From an optimization exercise on the open Yosys and OpenROAD flow, aimed at small area, a short achievable clock period and few clock cycles per item; shortcuts taken in it are not production practice. The RTL of this run was laid out without a check of its function.

===== design.v =====
module sha256_engine (
    input  wire         clk,
    input  wire         rst,
    input  wire         in_valid,
    output wire         in_ready,
    input  wire         in_first,
    input  wire [511:0] in_block,
    output reg          out_valid,
    output wire [255:0] out_digest
);
    localparam [31:0] IV0 = 32'h6a09e667, IV1 = 32'hbb67ae85,
                      IV2 = 32'h3c6ef372, IV3 = 32'ha54ff53a,
                      IV4 = 32'h510e527f, IV5 = 32'h9b05688c,
                      IV6 = 32'h1f83d9ab, IV7 = 32'h5be0cd19;
    reg         busy;
    reg  [5:0]  t;           
    reg         cur_first;   
    reg  [31:0] w [0:15];    
    reg  [31:0] a, b, c, d, e, f, g, h;
    reg  [31:0] ha, hb, hc, hd, he, hf, hg, hh;    
    wire last = busy & (t == 6'd63);
    assign in_ready   = ~busy | (t == 6'd63);
    wire acc_first = in_valid & in_first;          
    assign out_digest = {ha, hb, hc, hd, he, hf, hg, hh};
    function [31:0] rotr;
        input [31:0] x;
        input integer n;
        rotr = (x >> n) | (x << (32 - n));
    endfunction
    reg [31:0] k_t;
    always @(*) begin
        case (t)
            6'd0:  k_t = 32'h428a2f98; 6'd1:  k_t = 32'h71374491;
            6'd2:  k_t = 32'hb5c0fbcf; 6'd3:  k_t = 32'he9b5dba5;
            6'd4:  k_t = 32'h3956c25b; 6'd5:  k_t = 32'h59f111f1;
            6'd6:  k_t = 32'h923f82a4; 6'd7:  k_t = 32'hab1c5ed5;
            6'd8:  k_t = 32'hd807aa98; 6'd9:  k_t = 32'h12835b01;
            6'd10: k_t = 32'h243185be; 6'd11: k_t = 32'h550c7dc3;
            6'd12: k_t = 32'h72be5d74; 6'd13: k_t = 32'h80deb1fe;
            6'd14: k_t = 32'h9bdc06a7; 6'd15: k_t = 32'hc19bf174;
            6'd16: k_t = 32'he49b69c1; 6'd17: k_t = 32'hefbe4786;
            6'd18: k_t = 32'h0fc19dc6; 6'd19: k_t = 32'h240ca1cc;
            6'd20: k_t = 32'h2de92c6f; 6'd21: k_t = 32'h4a7484aa;
            6'd22: k_t = 32'h5cb0a9dc; 6'd23: k_t = 32'h76f988da;
            6'd24: k_t = 32'h983e5152; 6'd25: k_t = 32'ha831c66d;
            6'd26: k_t = 32'hb00327c8; 6'd27: k_t = 32'hbf597fc7;
            6'd28: k_t = 32'hc6e00bf3; 6'd29: k_t = 32'hd5a79147;
            6'd30: k_t = 32'h06ca6351; 6'd31: k_t = 32'h14292967;
            6'd32: k_t = 32'h27b70a85; 6'd33: k_t = 32'h2e1b2138;
            6'd34: k_t = 32'h4d2c6dfc; 6'd35: k_t = 32'h53380d13;
            6'd36: k_t = 32'h650a7354; 6'd37: k_t = 32'h766a0abb;
            6'd38: k_t = 32'h81c2c92e; 6'd39: k_t = 32'h92722c85;
            6'd40: k_t = 32'ha2bfe8a1; 6'd41: k_t = 32'ha81a664b;
            6'd42: k_t = 32'hc24b8b70; 6'd43: k_t = 32'hc76c51a3;
            6'd44: k_t = 32'hd192e819; 6'd45: k_t = 32'hd6990624;
            6'd46: k_t = 32'hf40e3585; 6'd47: k_t = 32'h106aa070;
            6'd48: k_t = 32'h19a4c116; 6'd49: k_t = 32'h1e376c08;
            6'd50: k_t = 32'h2748774c; 6'd51: k_t = 32'h34b0bcb5;
            6'd52: k_t = 32'h391c0cb3; 6'd53: k_t = 32'h4ed8aa4a;
            6'd54: k_t = 32'h5b9cca4f; 6'd55: k_t = 32'h682e6ff3;
            6'd56: k_t = 32'h748f82ee; 6'd57: k_t = 32'h78a5636f;
            6'd58: k_t = 32'h84c87814; 6'd59: k_t = 32'h8cc70208;
            6'd60: k_t = 32'h90befffa; 6'd61: k_t = 32'ha4506ceb;
            6'd62: k_t = 32'hbef9a3f7; default: k_t = 32'hc67178f2;
        endcase
    end
    wire [31:0] s0_w  = rotr(w[1], 7) ^ rotr(w[1], 18) ^ (w[1] >> 3);
    wire [31:0] s1_w  = rotr(w[14], 17) ^ rotr(w[14], 19) ^ (w[14] >> 10);
    wire [31:0] w_new = w[0] + s0_w + w[9] + s1_w;
    wire [31:0] base_a = cur_first ? IV0 : ha;
    wire [31:0] base_e = cur_first ? IV4 : he;
    reg  [31:0] iv_a, iv_e;
    always @(*) begin
        case (t[1:0])
            2'd1:    begin iv_a = IV3; iv_e = IV7; end
            2'd2:    begin iv_a = IV2; iv_e = IV6; end
            default: begin iv_a = IV1; iv_e = IV5; end
        endcase
    end
    wire [31:0] sum_a = (cur_first ? iv_a : hd) + a;
    wire [31:0] sum_e = (cur_first ? iv_e : hh) + e;
    wire [31:0] bs1 = rotr(e, 6) ^ rotr(e, 11) ^ rotr(e, 25);
    wire [31:0] ch  = (e & f) ^ (~e & g);
    wire [31:0] bs0 = rotr(a, 2) ^ rotr(a, 13) ^ rotr(a, 22);
    wire [31:0] maj = (a & b) | (a & c) | (b & c);
    wire [31:0] xa = last ? base_a : 32'd0;
    wire [31:0] xe = last ? base_e : 32'd0;
    wire [31:0] s1 = h ^ k_t ^ w[0];
    wire [31:0] c1 = ((h & k_t) | (h & w[0]) | (k_t & w[0])) << 1;
    wire [31:0] s2 = s1 ^ c1 ^ xa;
    wire [31:0] c2 = ((s1 & c1) | (s1 & xa) | (c1 & xa)) << 1;
    wire [31:0] s6 = s1 ^ c1 ^ d;
    wire [31:0] c6 = ((s1 & c1) | (s1 & d) | (c1 & d)) << 1;
    wire [31:0] s7 = s6 ^ c6 ^ xe;
    wire [31:0] c7 = ((s6 & c6) | (s6 & xe) | (c6 & xe)) << 1;
    wire [31:0] s3 = bs1 ^ ch ^ bs0;
    wire [31:0] c3 = ((bs1 & ch) | (bs1 & bs0) | (ch & bs0)) << 1;
    wire [31:0] s4 = maj ^ s2 ^ c2;
    wire [31:0] c4 = ((maj & s2) | (maj & c2) | (s2 & c2)) << 1;
    wire [31:0] s5 = s3 ^ c3 ^ s4;
    wire [31:0] c5 = ((s3 & c3) | (s3 & s4) | (c3 & s4)) << 1;
    wire [31:0] s8 = s5 ^ c5 ^ c4;
    wire [31:0] c8 = ((s5 & c5) | (s5 & c4) | (c5 & c4)) << 1;
    wire [31:0] a_new = s8 + c8;
    wire [31:0] s9  = bs1 ^ ch ^ s7;
    wire [31:0] c9  = ((bs1 & ch) | (bs1 & s7) | (ch & s7)) << 1;
    wire [31:0] s10 = s9 ^ c9 ^ c7;
    wire [31:0] c10 = ((s9 & c9) | (s9 & c7) | (c9 & c7)) << 1;
    wire [31:0] e_new = s10 + c10;
    wire hrot = busy & (t[5:2] == 4'hf) & (t[1:0] != 2'd0);   
    integer i;
    always @(posedge clk) begin
        if (rst) begin
            busy      <= 1'b0;
            out_valid <= 1'b0;
        end else begin
            out_valid <= last;
            if (in_ready)
                busy <= in_valid;
        end
        t <= busy ? t + 6'd1 : 6'd0;
        if (in_ready & in_valid)
            cur_first <= in_first;
        for (i = 0; i < 15; i = i + 1)
            w[i] <= in_ready ? in_block[511-32*i -: 32] : w[i+1];
        w[15] <= in_ready ? in_block[31:0] : w_new;
        if (busy & ~last) begin
            a <= a_new; b <= a; c <= b; d <= c;
            e <= e_new; f <= e; g <= f; h <= g;
        end else if (acc_first) begin
            a <= IV0; b <= IV1; c <= IV2; d <= IV3;
            e <= IV4; f <= IV5; g <= IV6; h <= IV7;
        end else if (last) begin
            a <= a_new; b <= sum_a; c <= hb; d <= hc;
            e <= e_new; f <= sum_e; g <= hf; h <= hg;
        end
        if (hrot) begin
            hb <= sum_a; hc <= hb; hd <= hc;
            hf <= sum_e; hg <= hf; hh <= hg;
        end
        if (last) begin
            ha <= a_new;
            he <= e_new;
        end
    end
endmodule

===== run.sh =====
#!/bin/bash
# synth_recipe.tcl (not shown) runs the flow's synth.tcl, then flattens the netlist and writes it again
# the make line also repeats each setting of config.mk as NAME=value (left out here)
make -C /OpenROAD-flow-scripts/flow DESIGN_CONFIG=/design/flow/config.mk WORK_HOME=/design/flow/orfs CLKGATE_MAP_FILE= SYNTH_SCRIPT=/design/flow/synth_recipe.tcl finish

===== config.mk =====
export PLATFORM = sky130hd
export DESIGN_NAME = sha256_engine
export DESIGN_NICKNAME = sha256_engine
export VERILOG_FILES = /design/flow/design.v
export SDC_FILE = /design/flow/constraint.sdc
export NUM_CORES = 4
export LEC_CHECK = 0
export CAP_MARGIN = 20
export CORE_MARGIN = 2
export CORE_UTILIZATION = 40
export SLEW_MARGIN = 20

===== constraint.sdc =====
create_clock -name core_clock -period 10.0 [get_ports {clk}]
set_input_delay 2.0000 -clock core_clock [delete_from_list [all_inputs] [get_ports {clk}]]
set_output_delay 2.0000 -clock core_clock [all_outputs]
set_load 0.01 [all_outputs]

==> impl_metrics.csv <==
group,metric,value,unit
logic_synthesis,cell_with_the_most_instances_after_synthesis,"nand2_1",
finish,ff_latch_area,26500,sq um
timing,timing.final.setup_violations,0,
timing,finalClockSkew,0.0397,ns
route,met3WireLength,27200,um
logic_synthesis,synth_top_cells_by_area,"edfxtp_1 (26%), dfxtp_1 (19%), fa_1 (13%)",
die,number_of_primary_i_o_pins,774,
logic_synthesis,synthCells,6151,
clocking,cts_hold_repair.buffers,0,
route,number_of_nets_still_failing_antenna_checks_after_routing,0,
placed_design,detailed_placement_hpwl,190000,um
clocking,h-tree-depth,3,
route,first_iter_violations,5752,
logic_synthesis,ys_ff_latch,1065,
die,die-area,150000,sq um
finish,area_occupied_by_multi_input_gates,29400,sq um
job,max-cap-violations,0,
logic_synthesis,synth_largest_area_cell,"edfxtp_1",
route,highest-signal-layer,"met5",
min_path,holdCritPathClass,"flip-flop to flip-flop",
route,wl_on_met1,107000,um
critical_path,worstPathArrival,7.98,ns
placed_design,gp_congestion,1.02,
logic_synthesis,yosysSeqAreaShare,45.1,%
logic_synthesis,postSynth.topFlopCell,"dfxtp_1",
timing,fin_tns_setup,0,ns
clocking,cts_made_buffers,119,
die,die-width,387,um
timing,report.final.hold_viol_count,0,
route,dr_wl_met2,101000,um
global_route,grt_remaining_overflow,0,
global_route,grt_util_all_layers,31.7,%
timing,worst_max_slew_margin_expressed_relative_to_the_limit,19.3,%
finish,fill_cell_count,13600,
finish,synthToLayoutAreaGrowth,22.8,%
critical_path,path_max_fanout,34,
logic_synthesis,ys_warn_count,2,
die,floorplan.initialDensity,40.3,%
global_route,first_pass_grt_wire_length,339000,um
critical_path,critical_path.startpoint_type,"flip-flop",
logic_synthesis,ys_async_sr_fraction,0,%
logic_synthesis,synth.lib_cells_used.distinct,82,
clocking,clkSlewWorstSetupHoldPaths,0.07,ns
status,run_status,"timing/DRC/antenna clean",
placed_design,port_buffers,773,
clocking,post_cts.resized_instances,0,
critical_path,cp_data_required_time,10.53,ns
clocking,worst_skew_late_latency,0.77,ns
critical_path,criticalPathCategory,"flip-flop to flip-flop",
finish,final_layout_size_suffix_gt1_share,4.41,%
route,drcViolationCount,0,
timing,timing.final.crit_period,7.45,ns
critical_path,critical_path.endpoint_type,"flip-flop",
clocking,cts_setup_buffers,0,
timing,period_share,74.5,%
global_route,largest_net_degree_at_the_start_of_global_routing,201,
route,routed-via-count,47400,
route,route.detailed.wl_per_inst,27.6,um
global_route,vias_in_the_first_global_route,44900,
logic_synthesis,synth_fp_nets,7214,
logic_synthesis,synthesis.area_per_instance,9.53,sq um
clocking,clock-root-buffer,"clkbuf_16",
die,placementRows,140,
route,detailedRoute.firstPassIterationCount,6,
clocking,tritoncts,"built",
timing,rsz0062_at_grt,"false",
die,die_height,387,um
logic_synthesis,post_synth_top_area_share,26.3,%
timing,tightest_slew,1.18,ns
route,drt_wl_total,244000,um
timing,final_max_slew_viol_count,0,
logic_synthesis,syn-cell-area,58600,sq um
route,detail_route.vias_per_cell,5.38,
clocking,clock_path_buffers,3,
die,core-area,146000,sq um
finish,final_net_count,7831,
logic_synthesis,netlist_top_cells_count,"nand2_1 (1916), dfxtp_1 (552), edfxtp_1 (513), inv_1 (403), fa_1 (369)",
timing,maxClockFrequency,134,MHz
clocking,clock_sinks,1065,
logic_synthesis,synth_enable_flop_cells,513,
global_route,grt_antenna_before_repair,35,
## metal layers
layer  vias up  GRT usage, %
met4        14          10.2
met1     23300          46.2
li1      21400             -
met3       315          9.80
met5         -             0
met2      2338          44.6
## worst paths after layout
path	startpoint	to	slack, ns	cells past startpoint
setup / recovery	t[0]	a[31]	2.55	22
hold / removal	w[15][21]	w[14][21]	0.39	2
setup reg to reg	t[0]	a[31]	2.55	22
hold reg to reg	w[15][21]	w[14][21]	0.39	2
## per-stage QoR
| stage | worst slack [ns] | cell area (sq um) | std cells | hold slack (ns) | util, % |
|---|---|---|---|---|---|
| final | 2.55 | 72000 | 8811 | 0.391 | 49.5 |
| after global routing | 2.23 | 72000 | 8808 | 0.416 | 49.5 |
| after CTS | 2.71 | 71900 | 8787 | 0.394 | 49.4 |
| after detailed placement | 2.74 | 67900 | 8562 | 0.397 | 46.7 |
| after global placement | 2.90 | 67900 | 8562 | 0.394 | 46.7 |
| after floorplan | 0.322 | 58600 | 6151 | 0.392 | - |
## cells in the final DEF, fill, tap and decap left out, types with 23 or more instances in the layout
cell type	instances
fa_1	369
clkbuf_16	120
xor2_1	91
maj3_1	30
mux2i_1	24
dfxtp_1	552
o21ai_0	285
ha_1	178
nand2_1	1912
xnor2_1	308
o211ai_1	37
nor3_1	47
nor2_1	197
clkinv_1	25
a31oi_1	30
a21o_1	66
a211oi_1	32
nor2b_1	23
buf_4	49
inv_1	399
and3_1	36
nand3_1	100
edfxtp_1	513
clkdlybuf4s50_1	773
a21oi_1	183
a22o_1	24
and2_1	35
nand2b_1	53
## sequential cells by signal, indices dropped and copies added (netlist names), 32 cells and up
signal,count
a,32
b,32
c,32
d,32
e,32
f,32
g,32
h,32
ha,32
hb,32
hc,32
hd,32
he,32
hf,32
hg,32
hh,32
k_t,32
w,512
## worst max-delay path, cell delays in order (launching register included)
cell and delay, ns:
dfxtp_1 0.79, ha_1 0.34, nand3_1 0.10, buf_4 0.26
clkinv_2 0.39, buf_4 0.50, buf_4 0.57, and3_1 0.27
fa_1 0.42, fa_1 0.51, inv_1 0.05, fa_1 0.53
inv_1 0.05, fa_1 0.44, ha_1 0.36, a21o_1 0.17
a211oi_1 0.37, nor2_1 0.11, a211oi_1 0.23, o31ai_1 0.17
a31oi_1 0.24, xnor2_1 0.10, and2_1 0.14
## kinds of logic after synthesis
group | count (synthesis) | synth area share, %
AOI/OAI and AO/OA | 856 | 9.29
and+or+nand+nor | 2474 | 17.1
buffers and inverters | 739 | 4.87
DFF | 1065 | 45.1
xor gates and xnor gates | 401 | 5.99
adders and majority gates | 577 | 16.9
muxes | 39 | 0.696
## cell type report
class                      instances  area share, %
antenna                           22         0.0765
clock buffer                     162           4.63
clock inverter                    63          0.848
inverter                         407           2.13
multi-input combinational       4347           40.8
sequential                      1065           36.7
tap                             1917           3.33
timing repair buffer             828           11.4

-- static timing again, ports no longer ideal --
How much do the figures lean on ideal ports? The routed layout below was timed once more, with nothing changed but the port constraints.
Step 1 (the two cells are an assumption about what drives the block):
set clk [get_ports {clk}]
set_driving_cell -lib_cell sky130_fd_sc_hd__clkbuf_16 $clk
set_driving_cell -lib_cell sky130_fd_sc_hd__buf_2 [delete_from_list [all_inputs] $clk]
Step 2 adds t to the input delays and takes it off the output delays; t is the mean of the earliest and latest rising clock arrival at the registers after step 1. Input paths then give back, and output paths get back, about the clock's delay inside the block.
a / b / c = ideal / step 1 / step 2; a / b = the first two.
shift t [ns]: 0.839
setup WS [ns]: 2.546 / 2.546 / 2.546
slew at the worst register clock pin (ns): 0.07 / 0.07
pins driven straight from the clock port: 1
After both steps setup and hold are still met in this run. The setup slack of this run moves by 0.000 ns with the drivers and by 0.000 ns with both steps.
